What follows belongs to an exercise in optimizing a design on an open flow for small area, a short achievable clock period and few clock cycles; a production flow would make more cautious choices.
Where RTL was checked, it was by simulation tests only, not by an equivalence proof against the original.

==> flow/design.v (excerpt) <==
module crc_channel (
    input  wire        clk,
    input  wire        rst,             
    input  wire        cmd_go,
    input  wire [2:0]  cmd_set,
    input  wire        cmd_expect_en,
    input  wire [31:0] cmd_len,
    input  wire [63:0] cmd_exp,
    input  wire        cmd_terminate,
    input  wire        in_valid,
    output wire        in_ready,
    input  wire [63:0] in_data,
    output reg         done,
    output wire [1:0]  state,
    output reg  [7:0]  code,
    output reg         match,
    output reg  [63:0] result
);
    localparam [7:0] DONE_OK          = 8'h00;
    localparam [7:0] REJECTED_INVALID = 8'h10;
    localparam [7:0] ABORTED_FAULT    = 8'h21;
    localparam [7:0] FAILED_CHECK     = 8'h32;
    reg        run_q;       
    reg        st_q;        
    reg        rdy_q;       
    reg        valid_q;     
    reg        pend_q;      
    reg        first_q;     
    reg        nb_q;        
    reg [4:0]  sel_q;       
    reg [2:0]  k_q;         
    reg [7:0]  mh_q;        
    reg [6:0]  mt_q;        
    reg        rj_q;        
    reg        z_q;         
    reg        exp_en_q;
    reg [63:0] xexp_q;      
    reg [31:3] rem_q;       
    reg [63:0] rot_q;       
    reg [63:0] crc_q;       
    wire       idle    = !run_q;
    wire       invalid = cmd_set[2] & (cmd_set[1] | cmd_set[0]);
    wire       len0    = (cmd_len == 32'd0);
    wire       start   = idle && cmd_go && !invalid && !len0;
    wire       take    = in_valid && rdy_q;
    wire       proc    = run_q && valid_q;
    wire       knz     = (k_q != 3'd0);
  ...
Size in the first run: about 3800 cells after synthesis, roughly 320 flip-flops, about 33000 um^2 of cells after synthesis.
clock: 20.0 ns
lec_check: 0
cap_margin: 20
core_margin: 2
core_utilization: 40
cts_buf_list: sky130_fd_sc_hd__clkbuf_8
slew_margin: 58
synth_hierarchical: 1
standard.sh (not shown) runs the stock make flow with config.mk's settings and CLKGATE_MAP_FILE= SYNTH_SCRIPT=/design/flow/synth_recipe.tcl, a recipe that flattens the netlist after the stock synthesis.
==> flow/flow/run.sh <==
#!/bin/bash
# The standard layout (standard.sh: standard synthesis, floorplan, placement,
# CTS, routing, finish), with one change: the buffers that buffer_ports puts on
# every input and output port are sky130_fd_sc_hd__buf_2 cells instead of the
# cell buffer_ports picks by itself (clkdlybuf4s50_1, a delay cell).
# make's full output goes to flow_make.log here; each ORFS step also writes its
# own log under orfs/logs/.
set -euo pipefail
bash standard.sh 'BUFFER_PORTS_ARGS=-buffer_cell sky130_fd_sc_hd__buf_2' finish > flow_make.log 2>&1
The first run passed the timing, DRC and antenna checks.
Rerun with:
--- a/flow/design.v
+++ b/flow/design.v
@@ -43,29 +43,41 @@
     wire       len0    = (cmd_len == 32'd0);
     wire       start   = idle && cmd_go && !invalid && !len0;
     wire       take    = in_valid && rdy_q;
     wire       proc    = run_q && valid_q;
     wire       knz     = (k_q != 3'd0);
     wire       last    = (rem_q[31:4] == 28'd0) && !(rem_q[3] && knz);
     wire       gt16    = (rem_q[31:5] != 27'd0) || (rem_q[4] && (rem_q[3] || knz));
     wire [4:0] sel_in  = (cmd_set == 3'd0) ? 5'b00001 :
                          (cmd_set == 3'd1) ? 5'b00010 :
                          (cmd_set == 3'd2) ? 5'b00100 :
                          (cmd_set == 3'd3) ? 5'b01000 : 5'b10000;
-    wire [2:0]   kin    = run_q ? k_q : cmd_len[2:0];
+    wire [2:0]   kin0, kin1, kin2, kin3;
+    crc_ksel0 u_ksel0 (.kq(k_q), .len(cmd_len[2:0]), .run(run_q), .k(kin0));
+    crc_ksel1 u_ksel1 (.kq(k_q), .len(cmd_len[2:0]), .run(run_q), .k(kin1));
+    crc_ksel2 u_ksel2 (.kq(k_q), .len(cmd_len[2:0]), .run(run_q), .k(kin2));
+    crc_ksel3 u_ksel3 (.kq(k_q), .len(cmd_len[2:0]), .run(run_q), .k(kin3));
     wire [4:0]   sel_fb = idle ? sel_in : (nb_q ? sel_q : 5'b00000);    
     wire [63:0]  inv_in = {32'h0, {16{sel_fb[0] | sel_fb[1]}}, {8{sel_fb[0] | sel_fb[1] | sel_fb[2]}},
                            {8{sel_fb[0] | sel_fb[1] | sel_fb[2] | sel_fb[3]}}};
     wire [63:0]  d_in   = in_data ^ inv_in;
-    wire [127:0] dd     = {d_in, d_in};
-    wire [63:0]  rot_in = dd >> {kin, 3'b000};
+    wire [63:0]  rs0, rs1, rot_in;
+    genvar gb;
+    generate
+        for (gb = 0; gb < 64; gb = gb + 1) begin : g_rot
+            wire [2:0] ks = (gb < 16) ? kin0 : (gb < 32) ? kin1 : (gb < 48) ? kin2 : kin3;
+            assign rs0[gb]    = ks[0] ? d_in[(gb + 8) % 64] : d_in[gb];
+            assign rs1[gb]    = ks[1] ? rs0[(gb + 16) % 64] : rs0[gb];
+            assign rot_in[gb] = ks[2] ? rs1[(gb + 32) % 64] : rs1[gb];
+        end
+    endgenerate
     wire [63:0]  head, tail;
     genvar gj;
     generate
         for (gj = 0; gj < 8; gj = gj + 1) begin : g_win
             assign head[8*gj +: 8] = rot_q[8*gj +: 8] & {8{mh_q[gj]}};
         end
         for (gj = 0; gj < 7; gj = gj + 1) begin : g_tail
             assign tail[8*gj +: 8] = rot_q[8*gj +: 8] & {8{mt_q[gj]}};
         end
     endgenerate
     assign tail[63:56] = 8'h00;
@@ -3612,45 +3624,46 @@
     assign nat[57] = (sel_q[4] & crc_q[1]);
     assign nat[58] = (sel_q[4] & crc_q[2]);
     assign nat[59] = (sel_q[4] & crc_q[3]);
     assign nat[60] = (sel_q[4] & crc_q[4]);
     assign nat[61] = (sel_q[4] & crc_q[5]);
     assign nat[62] = (sel_q[4] & crc_q[6]);
     assign nat[63] = (sel_q[4] & crc_q[7]);
     wire [63:0] xorout  = {32'h0, {24{sel_q[0] | sel_q[1]}}, {8{sel_q[0] | sel_q[1] | sel_q[3]}}};
     wire [63:0] res_new = nat ^ xorout;
     wire        eq      = (nat == xexp_q);
     wire [63:0] xo_in  = {32'h0, {24{sel_in[0] | sel_in[1]}}, {8{sel_in[0] | sel_in[1] | sel_in[3]}}};
+    wire [2:0]  kmask = run_q ? k_q : cmd_len[2:0];
     reg [7:0]   mask_in;
     always @(*) begin
-        case (cmd_len[2:0])
+        case (kmask)
             3'd0: mask_in = 8'hFF;
             3'd1: mask_in = 8'h80;
             3'd2: mask_in = 8'hC0;
             3'd3: mask_in = 8'hE0;
             3'd4: mask_in = 8'hF0;
             3'd5: mask_in = 8'hF8;
             3'd6: mask_in = 8'hFC;
             default: mask_in = 8'hFE;
         endcase
     end
     integer i;
     assign in_ready = rdy_q;
     assign state    = {1'b0, st_q};
     always @(posedge clk) begin
         rot_q   <= rot_in;
+        mh_q    <= mask_in;
         valid_q <= take;
         if (idle) begin
             sel_q    <= sel_in;
             k_q      <= cmd_len[2:0];
-            mh_q     <= mask_in;
             mt_q     <= ~mask_in[6:0];
             exp_en_q <= cmd_expect_en;
             xexp_q   <= cmd_exp ^ xo_in;
             rem_q    <= cmd_len[31:3];
         end else if (proc) begin
             rem_q    <= rem_q - 29'd1;
         end
         if (idle)
             crc_q <= 64'h0;
         else if (proc)
             crc_q <= st_new ^ add_new;
@@ -3703,18 +3716,50 @@
                 run_q  <= 1'b0;
                 st_q   <= 1'b0;
                 rdy_q  <= 1'b1;
                 pend_q <= 1'b0;
             end else begin
                 pend_q <= proc && last;
                 rdy_q  <= valid_q ? (take ? gt16 : !last) : (take ? !last : 1'b1);
             end
         end
     end
 endmodule
+module crc_ksel0 (
+    input  wire [2:0] kq,
+    input  wire [2:0] len,
+    input  wire       run,
+    output wire [2:0] k
+);
+    assign k = run ? kq : len;
+endmodule
+module crc_ksel1 (
+    input  wire [2:0] kq,
+    input  wire [2:0] len,
+    input  wire       run,
+    output wire [2:0] k
+);
+    assign k = run ? kq : len;
+endmodule
+module crc_ksel2 (
+    input  wire [2:0] kq,
+    input  wire [2:0] len,
+    input  wire       run,
+    output wire [2:0] k
+);
+    assign k = run ? kq : len;
+endmodule
+module crc_ksel3 (
+    input  wire [2:0] kq,
+    input  wire [2:0] len,
+    input  wire       run,
+    output wire [2:0] k
+);
+    assign k = run ? kq : len;
+endmodule
 module crc_x2 (
     input  wire a,
     input  wire b,
     output wire y
 );
     assign y = a ^ b;
 endmodule
What happened: Die area is about the same; cell area barely changes; wire length shrinks slightly; hold slack gets worse by 0.0048 ns; synthesized cell count shrinks by a few percent; synthesized area is about the same; clock skew grows by 0.0090 ns.
Function was not checked in any run of this note: the RTL went through the layout flow alone.

========
Another version of the RTL of crc_channel (not shown whole).
Size: about 320 flip-flops, roughly 250 I/O pins, about 0.033 mm² of cells after synthesis.
Settings: LEC_CHECK=0, CAP_MARGIN=20, CORE_MARGIN=2, CORE_UTILIZATION=40, CTS_BUF_LIST=sky130_fd_sc_hd__clkbuf_8, SLEW_MARGIN=58, SYNTH_HIERARCHICAL=1; clock period 20.0 ns.
Scripts as last shown in full above: flow/flow/run.sh
Rerun with:
--- a/flow/design.v
+++ b/flow/design.v
@@ -24,22 +24,23 @@
     reg        st_q;        
     reg        rdy_q;       
     reg        valid_q;     
     reg        pend_q;      
     reg        first_q;     
     reg        nb_q;        
     reg [4:0]  sel_q;       
     reg [2:0]  k_q;         
     reg [7:0]  mh_q;        
+    reg [6:0]  mt_q;        
     reg        rj_q;        
     reg        z_q;         
     reg        exp_en_q;
-    reg [63:0] exp_q;       
+    reg [63:0] xexp_q;      
     reg [31:3] rem_q;       
     reg [63:0] rot_q;       
     reg [63:0] crc_q;       
     wire       idle    = !run_q;
     wire       invalid = cmd_set[2] & (cmd_set[1] | cmd_set[0]);
     wire       len0    = (cmd_len == 32'd0);
     wire       start   = idle && cmd_go && !invalid && !len0;
     wire       take    = in_valid && rdy_q;
     wire       proc    = run_q && valid_q;
@@ -70,19 +71,19 @@
         end
     endgenerate
     wire [63:0]  head, tail;
     genvar gj;
     generate
         for (gj = 0; gj < 8; gj = gj + 1) begin : g_win
             assign head[8*gj +: 8] = rot_q[8*gj +: 8] & {8{mh_q[gj]}};
         end
         for (gj = 0; gj < 7; gj = gj + 1) begin : g_tail
-            assign tail[8*gj +: 8] = rot_q[8*gj +: 8] & {8{!mh_q[gj]}};
+            assign tail[8*gj +: 8] = rot_q[8*gj +: 8] & {8{mt_q[gj]}};
         end
     endgenerate
     assign tail[63:56] = 8'h00;
     wire [63:0]  x = head ^ crc_q;
     wire [63:0]  ovf = ({64{sel_q[0] & (k_q == 3'd1)}} & 64'h0000000000FFFFFF) |
                        ({64{sel_q[0] & (k_q == 3'd2)}} & 64'h000000000000FFFF) |
                        ({64{sel_q[0] & (k_q == 3'd3)}} & 64'h00000000000000FF) |
                        ({64{sel_q[1] & (k_q == 3'd1)}} & 64'h0000000000FFFFFF) |
                        ({64{sel_q[1] & (k_q == 3'd2)}} & 64'h000000000000FFFF) |
@@ -3623,43 +3624,46 @@
     assign nat[57] = (sel_q[4] & crc_q[1]);
     assign nat[58] = (sel_q[4] & crc_q[2]);
     assign nat[59] = (sel_q[4] & crc_q[3]);
     assign nat[60] = (sel_q[4] & crc_q[4]);
     assign nat[61] = (sel_q[4] & crc_q[5]);
     assign nat[62] = (sel_q[4] & crc_q[6]);
     assign nat[63] = (sel_q[4] & crc_q[7]);
     wire [63:0] xorout  = {32'h0, {24{sel_q[0] | sel_q[1]}}, {8{sel_q[0] | sel_q[1] | sel_q[3]}}};
     wire [63:0] res_new = nat ^ xorout;
-    wire        eq      = (res_new == exp_q);
+    wire        eq      = (nat == xexp_q);
+    wire [63:0] xo_in  = {32'h0, {24{sel_in[0] | sel_in[1]}}, {8{sel_in[0] | sel_in[1] | sel_in[3]}}};
     reg [7:0]   mask_in;
     always @(*) begin
         case (cmd_len[2:0])
             3'd0: mask_in = 8'hFF;
             3'd1: mask_in = 8'h80;
             3'd2: mask_in = 8'hC0;
             3'd3: mask_in = 8'hE0;
             3'd4: mask_in = 8'hF0;
             3'd5: mask_in = 8'hF8;
             3'd6: mask_in = 8'hFC;
             default: mask_in = 8'hFE;
         endcase
     end
+    integer i;
     assign in_ready = rdy_q;
     assign state    = {1'b0, st_q};
     always @(posedge clk) begin
         rot_q   <= rot_in;
         valid_q <= take;
         if (idle) begin
             sel_q    <= sel_in;
             k_q      <= cmd_len[2:0];
             mh_q     <= mask_in;
+            mt_q     <= ~mask_in[6:0];
             exp_en_q <= cmd_expect_en;
-            exp_q    <= cmd_exp;
+            xexp_q   <= cmd_exp ^ xo_in;
             rem_q    <= cmd_len[31:3];
         end else if (proc) begin
             rem_q    <= rem_q - 29'd1;
         end
         if (idle)
             crc_q <= 64'h0;
         else if (proc)
             crc_q <= st_new ^ add_new;
         first_q <= idle ? 1'b1 : (proc ? 1'b0 : first_q);
Outcome:
- fmax goes up by 3.8%
- utilization went down by 0.84 points
- final cell count is about the same
- setup slack improved by 210 ps
- final area barely changes
- wire length decreases by 5.2%
- first-iteration DRC count falls by 7.2%
- count of clock-buffer cells in the layout grows by 4
- via count is about the same
Testbench counts after the change, summed over its fixed seeds: cycles 18,581.
Function not checked in the first run of this note: the RTL went through the layout flow alone.

==> what the ideal ports hide <==
No port has a modelled driver above. Below, the same layouts with a new extraction and two added sets of constraints.
Step 1 (the two cells are an assumption about what drives the block):
set clk [get_ports {clk}]
set_driving_cell -lib_cell sky130_fd_sc_hd__clkbuf_16 $clk
set_driving_cell -lib_cell sky130_fd_sc_hd__buf_2 [delete_from_list [all_inputs] $clk]
Step 2 moves the port delays by t, midway between the first and last clock arrival at a register: inputs arrive t later, outputs are due t later. That takes back most of the time a late clock gives input paths.
Slacks: ideal / step 1 / step 2; pairs: ideal / step 1.
| run | t, ns | slack for setup (ns) | hold slack, ns |
|---|---|---|---|
| the first run of note 1 | 0.686 | 13.982 / 13.988 / 13.302 | 0.450 / 0.450 / 0.450 |
| the second run of note 1 | 0.666 | 14.353 / 14.382 / 13.715 | 0.445 / 0.445 / 0.445 |
| the first run of note 2 | 0.641 | 14.439 / 14.441 / 13.800 | 0.450 / 0.450 / 0.450 |
| the second run of note 2 | 0.648 | 14.645 / 14.631 / 13.983 | 0.449 / 0.449 / 0.449 |
After both steps setup and hold are still met in every run listed. For the first run of note 1, which loses most, drivers alone change the setup slack by +0.006 ns; drivers and shift together by -0.680 ns.
